This design comes from an exercise in tuning for small area, a short achievable clock period and few clock cycles per item on the open sky130 flow, not from production work.
In this exercise RTL edits were held to simulation tests only and were not proved equivalent to the original.

==> flow/design.v, too long to show whole: its modules and the start of the top module <==
// module lat_cell: 761 lines
module lat_cell (
    input  wire               clk,
    input  wire               rst,
    input  wire               start,
    output wire               ready,
    output reg                done,
    input  wire               cfg_invert,
    input  wire               cfg_dsrc,
    input  wire               cfg_aw,
    input  wire        [15:0] in_offset,
    input  wire signed [31:0] in_gain,
    input  wire signed [31:0] kp,
    input  wire signed [31:0] ki,
    input  wire signed [31:0] kd,
    input  wire        [15:0] alpha,
    input  wire signed [31:0] kt,
    input  wire signed [31:0] umin,
    input  wire signed [31:0] umax,
    input  wire signed [31:0] bias,
    input  wire signed [31:0] i_init,
    input  wire               hold,
    input  wire        [15:0] value,
    input  wire signed [31:0] tau,
    input  wire        [30:0] rate,
    input  wire               casc,
    input  wire signed [31:0] rho_src,
    input  wire               st_init,
    input  wire               st_done,
    input  wire signed [31:0] st_rho,
    input  wire signed [31:0] st_i,
    input  wire signed [31:0] st_dterm,
    input  wire signed [31:0] st_dprev,
    input  wire signed [31:0] st_u,
    output reg                o_init,
    output reg                o_done,
    output reg                o_ramping,
    output reg                o_event,
    output reg                o_satout,
    output reg          [4:0] o_sat,
    output reg  signed [31:0] o_rho,
    output reg  signed [31:0] o_i,
    output reg  signed [31:0] o_dterm,
    output reg  signed [31:0] o_dprev,
    output reg  signed [31:0] o_u
);
  // ...
==> flow/flow/run.sh <==
#!/bin/bash
set -o pipefail
export SETUP_SLACK_MARGIN=16
bash standard.sh > standard.log 2>&1
==> flow/standard.sh <==
#!/bin/bash
# synth_recipe.tcl (not shown) runs the flow's synth.tcl, then flattens the netlist and writes it again
# the make line also repeats each setting of config.mk as NAME=value (left out here)
make -C /OpenROAD-flow-scripts/flow DESIGN_CONFIG=/design/flow/config.mk WORK_HOME=/design/flow/orfs CLKGATE_MAP_FILE= SYNTH_SCRIPT=/design/flow/synth_recipe.tcl "${@:-finish}"
==> flow/config.mk <==
export PLATFORM = sky130hd
export DESIGN_NAME = lat_cell
export DESIGN_NICKNAME = lat_cell
export VERILOG_FILES = /design/flow/design.v
export SDC_FILE = /design/flow/constraint.sdc
export NUM_CORES = 4
export LEC_CHECK = 0
export ABC_AREA = 1
export CAP_MARGIN = 40
export CORE_MARGIN = 2
export CORE_UTILIZATION = 45
export SLEW_MARGIN = 30
==> flow/constraint.sdc <==
create_clock -name core_clock -period 24.0 [get_ports {clk}]
set_input_delay 4.8000 -clock core_clock [delete_from_list [all_inputs] [get_ports {clk}]]
set_output_delay 4.8000 -clock core_clock [all_outputs]
set_load 0.01 [all_outputs]
==> run summary, run 1 <==
Synth area leader fa_1; Netlist Area Pre-Place 67500 µm²; complex-gate fraction of the synthesized area 0.227; placed standard-cell area 77500 µm²; fraction of registers with async set/reset 0; Stop stage global routing; Root Buffer Master clkbuf_16; IO buf count 772; commonest cells in the synthesized netlist 2110 x nand2_1, 1581 x inv_1, 924 x o21ai_0; pre-CTS setup slack about 11 ns; Most used DFF post-synth dfxtp_1; syn_nets 11.9k; post-CTS setup buffers between 300 and 400; status did not finish; multiplexer area fraction after synthesis 0.00252; cts bufs inserted 47; GRT Residual Overflow 137; met1 GRT Util 0.777; main combinational cell family by area after synthesis compound AO/OA/AOI/OAI gates; IO Pins between 700 and 800; # clock sinks 318; most used routing layer met2; GP Congestion around 1.2; Post-Synth Adder-Cell Area 0.215; post_cts resized between 1.5k and 2k; GRT Total Usage 0.764; height of the die 391 µm; Syn Area/Cell around 6.5 µm²; GR Layer Usage met2 0.904; most frequent cell after synthesis nand2_1; Yosys reg bits 318; First Error [ERROR GRT-0232] Routing congestion too high. Check the congestion heatmap in the GUI.; met3 Resource Use GR 0.635; simple-gate share of the synthesized area 0.222; Initial Util 0.452; ranking of synthesized cells by area fa_1 14%, nand2_1 12%, inv_1 8.8%, xor2_1 8.0%, ha_1 7.6%
Testbench counts, summed over its fixed seeds: cycles 24,228, items 3,200.
==> run 2, diff against run 1 <==
==> flow/flow/run.sh (replaced) <==
#!/bin/bash
set -o pipefail
export SETUP_SLACK_MARGIN=15
export BUFFER_PORTS_ARGS="-buffer_cell sky130_fd_sc_hd__buf_1"
bash standard.sh > standard.log 2>&1
--- a/flow/config.mk
+++ b/flow/config.mk
@@ -7,6 +7,6 @@
 export LEC_CHECK = 0
 export ABC_AREA = 1
-export CAP_MARGIN = 40
+export CAP_MARGIN = 25
 export CORE_MARGIN = 2
-export CORE_UTILIZATION = 45
-export SLEW_MARGIN = 30
+export CORE_UTILIZATION = 40
+export SLEW_MARGIN = 20
==> run 2 against run 1 <==
  * Now clean on timing, DRC and antenna
  * Synthesized cell count is the same
  * Area after synthesis is the same
==> run summary, run 2 <==
status finished clean; Initial Util 0.403 (-0.0490); Core ar. 167000 µm²; Clk Latency, worst-skew pair between 0.7 and 0.8 ns; critical path, cell by cell buf_1 > a221oi_1 > o221ai_1 > xor2_1 > ha_2 > a21oi_1 > inv_1 > a31oi_1 > inv_1 > a21oi_2 > o221a_2 > nand3_2 > nand2_4 > nand2_8 > a21oi_2 > nand2_1 > o21ai_4 > nand2_1 > a21oi_4; WL per Instance 37.3 µm; initial antenna violation count 65; Netlist Area Pre-Place 67500 µm² (unchanged); met2 WL 199 mm; hold-fix buffers at CTS 0; sequential-to-total area share from yosys stat 0.115; Worst slew margin 0.0934; first-pass GRT wire length between 600 and 700 mm; # clock sinks 318 (unchanged); Synth area leader fa_1; Hold Path Class register to register; Initial DRC Count 15.3k; Final ANT Viol Nets 0; CP delay by family, top compound AO/OA/AOI/OAI gates; final core utilization 0.485; number of max-cap violations 0; Synth Instances 10.4k; fraction of registers with async set/reset 0 (unchanged); CP endpoint kind register; clk_skew 0.0413 ns; commonest non-fill, non-tap cells in the layout 1944 x nand2_1, 1520 x inv_1, 839 x o21ai_0; Final Max Slew Viols 0; Setup Crit Path Kind primary input to register; Most used DFF post-synth dfxtp_1; RSZ-0062 raised after global routing no; Site Rows 150; CTS max path bufs 3; WP buf/inv 3; R2R setup slack 14.91 ns; RR Endpoint opb[22]$_DFF_P_; GRT Total Usage 0.552; Max Fclk 0.109 GHz; GRT Residual Overflow 0; Critical R2R Launch c_first$_DFFE_PP_; leading cell type in the layout, fill and taps excluded nand2_1; highest metal used met5; crit path to opb[22]$_DFF_P_; Root Buffer Master clkbuf_16; Met3 Wirelength 72.5 mm; nets 12.7k; pre-CTS setup slack 10.97 ns (-0.230 ns); CTS clk-pin slew, worst paths 0.07 ns; DP Wirelength 383 mm; Worst Setup Start Kind primary input; critical path depth in cells 19; crit share post-route 0.382; layout cells sized above 1 0.123; GP Congestion 1.17 (-1.1%); die footprint 172000 µm²; slew of the pin with the lowest slew margin 1.36 ns; CP arrival 9.80 ns; IO buf count 772 (unchanged); Worst Path Required 24.63 ns; syn_nets 11.9k (unchanged); # H-tree levels 2; largest net degree at the start of global routing around 120; setup TNS 0 ns; routed via count 89.4k; most frequent cell after synthesis nand2_1; cts bufs inserted 45 (-4.3%); Syn Area/Cell 6.46 µm² (unchanged); vias in the first global route 81.9k; die width 415 µm; Post-route DRC 0; post-synth top area share 0.138; Final setup viols 0; mean number of vias per cell between 6 and 7; Ys Warns 1; Final Hold Vio Count 0; router iterations before antenna repair 13; CTS tree built; crit path from rate[18]; commonest cells in the synthesized netlist 2110 x nand2_1, 1581 x inv_1, 924 x o21ai_0; Hold WS 0.523 ns; met1 wire length 162 mm; ranking of synthesized cells by area fa_1 14%, nand2_1 12%, inv_1 8.8%, xor2_1 8.0%, ha_1 7.6%; worst setup margin ~15 ns; IO Pins 773 (unchanged); EDFF count, synth 138; min Tclk post-route 9.18 ns; worst-path maximum fanout 25; R2R cell count 38; crit-path max cell delay 1.11 ns; library cells used by synthesis 71; height of the die 415 µm (+6.0%); Routed Wire Length roughly 500 mm; slowest cell on the critical path a221oi_1; Layout area overhead 20.3%; Yosys reg bits 318 (unchanged)
[run 2: routing by layer]
metal | vias up | track usage
met3 | 2990 | 0.228
met4 | 32 | 0.568
met2 | 8527 | 0.786
met5 | - | 0.0108
li1 | 36000 | -
met1 | 41900 | 0.601
[run 2: worst reg2reg max path, delay by kind of cell, from the launching register on]
kind,cells,cell delay (ns)
AOI/OAI and AO/OA,13,2.90
DFF,1,0.43
and+or+nand+nor,15,3.30
buffers and inverters,7,1.40
adders and majority gates,3,0.97
[run 2: logic make-up after synthesis]
family,synth area share
AO/OA/AOI/OAI,0.227
XOR/XNOR,0.0919
adder cells (fa/ha/maj),0.215
buffers and inverters,0.128
flip-flops,0.115
multiplexers,0.00252
AND/OR/NAND/NOR,0.222
[run 2: how the worst min path moves through the flow]
stage | startpoint | endpoint | depth (start not counted)
2_1_floorplan | s7$_SDFF_PP0_ | f_r[2]$_SDFF_PP0_ | 1
3_3_place_gp | s7$_SDFF_PP0_ | f_r[2]$_SDFF_PP0_ | 1
3_5_place_dp | s7$_SDFF_PP0_ | f_r[2]$_SDFF_PP0_ | 1
4_1_cts | s7$_SDFF_PP0_ | f_r[2]$_SDFF_PP0_ | 1
5_1_grt | s7$_SDFF_PP0_ | f_r[2]$_SDFF_PP0_ | 1
6_report | s7$_SDFF_PP0_ | f_r[2]$_SDFF_PP0_ | 1
[run 2: stage by stage]
step	instances	cell area (µm²)
after global placement	13000	72300
final	13500	81100
after floorplan	10400	67500
after global routing	13500	81000
after CTS	13200	77000
after detailed placement	13000	72400
[run 2: timing repair]
action | CTS | global route
cloned | 21 | 24
buffers inserted | 120 | 179
pin swaps | 69 | 167
endpoints found under the setup margin | 246 | 232
resized for setup | 452 | 565
[run 2: cell type report]
class	instances	area, µm²
multi-input cells	7902	54200
fillers	17600	86300
flip-flops and latches	318	7800
clock inverters	24	236
diodes	50	125
clock buffers	60	1310
well taps	2204	2760
repair buffers	1295	8300
inverters	1642	6420
repair inverters	2	15.0

==> static timing again, ports no longer ideal <==
How much do the figures lean on ideal ports? The routed layout below was timed once more, with nothing changed but the port constraints. Step 1 (the two cells are an assumption about what drives the block):
set clk [get_ports {clk}]
set_driving_cell -lib_cell sky130_fd_sc_hd__clkbuf_16 $clk
set_driving_cell -lib_cell sky130_fd_sc_hd__buf_2 [delete_from_list [all_inputs] $clk]
Step 2, shift: input delay + t, output delay - t, t = (earliest + latest rising clock arrival at the registers) / 2. This alone moves slack from input paths to output paths. a / b / c = ideal / step 1 / step 2; a / b = the first two.
run: run 2
t (ns): 0.807
setup WS [ns]: 14.824 / 14.888 / 14.080
worst setup path after step 2: input to register
worst register clock-pin slew, ns: 0.07 / 0.07
pins driven straight from the clock port: 1
After both steps setup and hold are still met in run 2. The setup slack of run 2 moves by +0.064 ns with the drivers and by -0.744 ns with both steps.
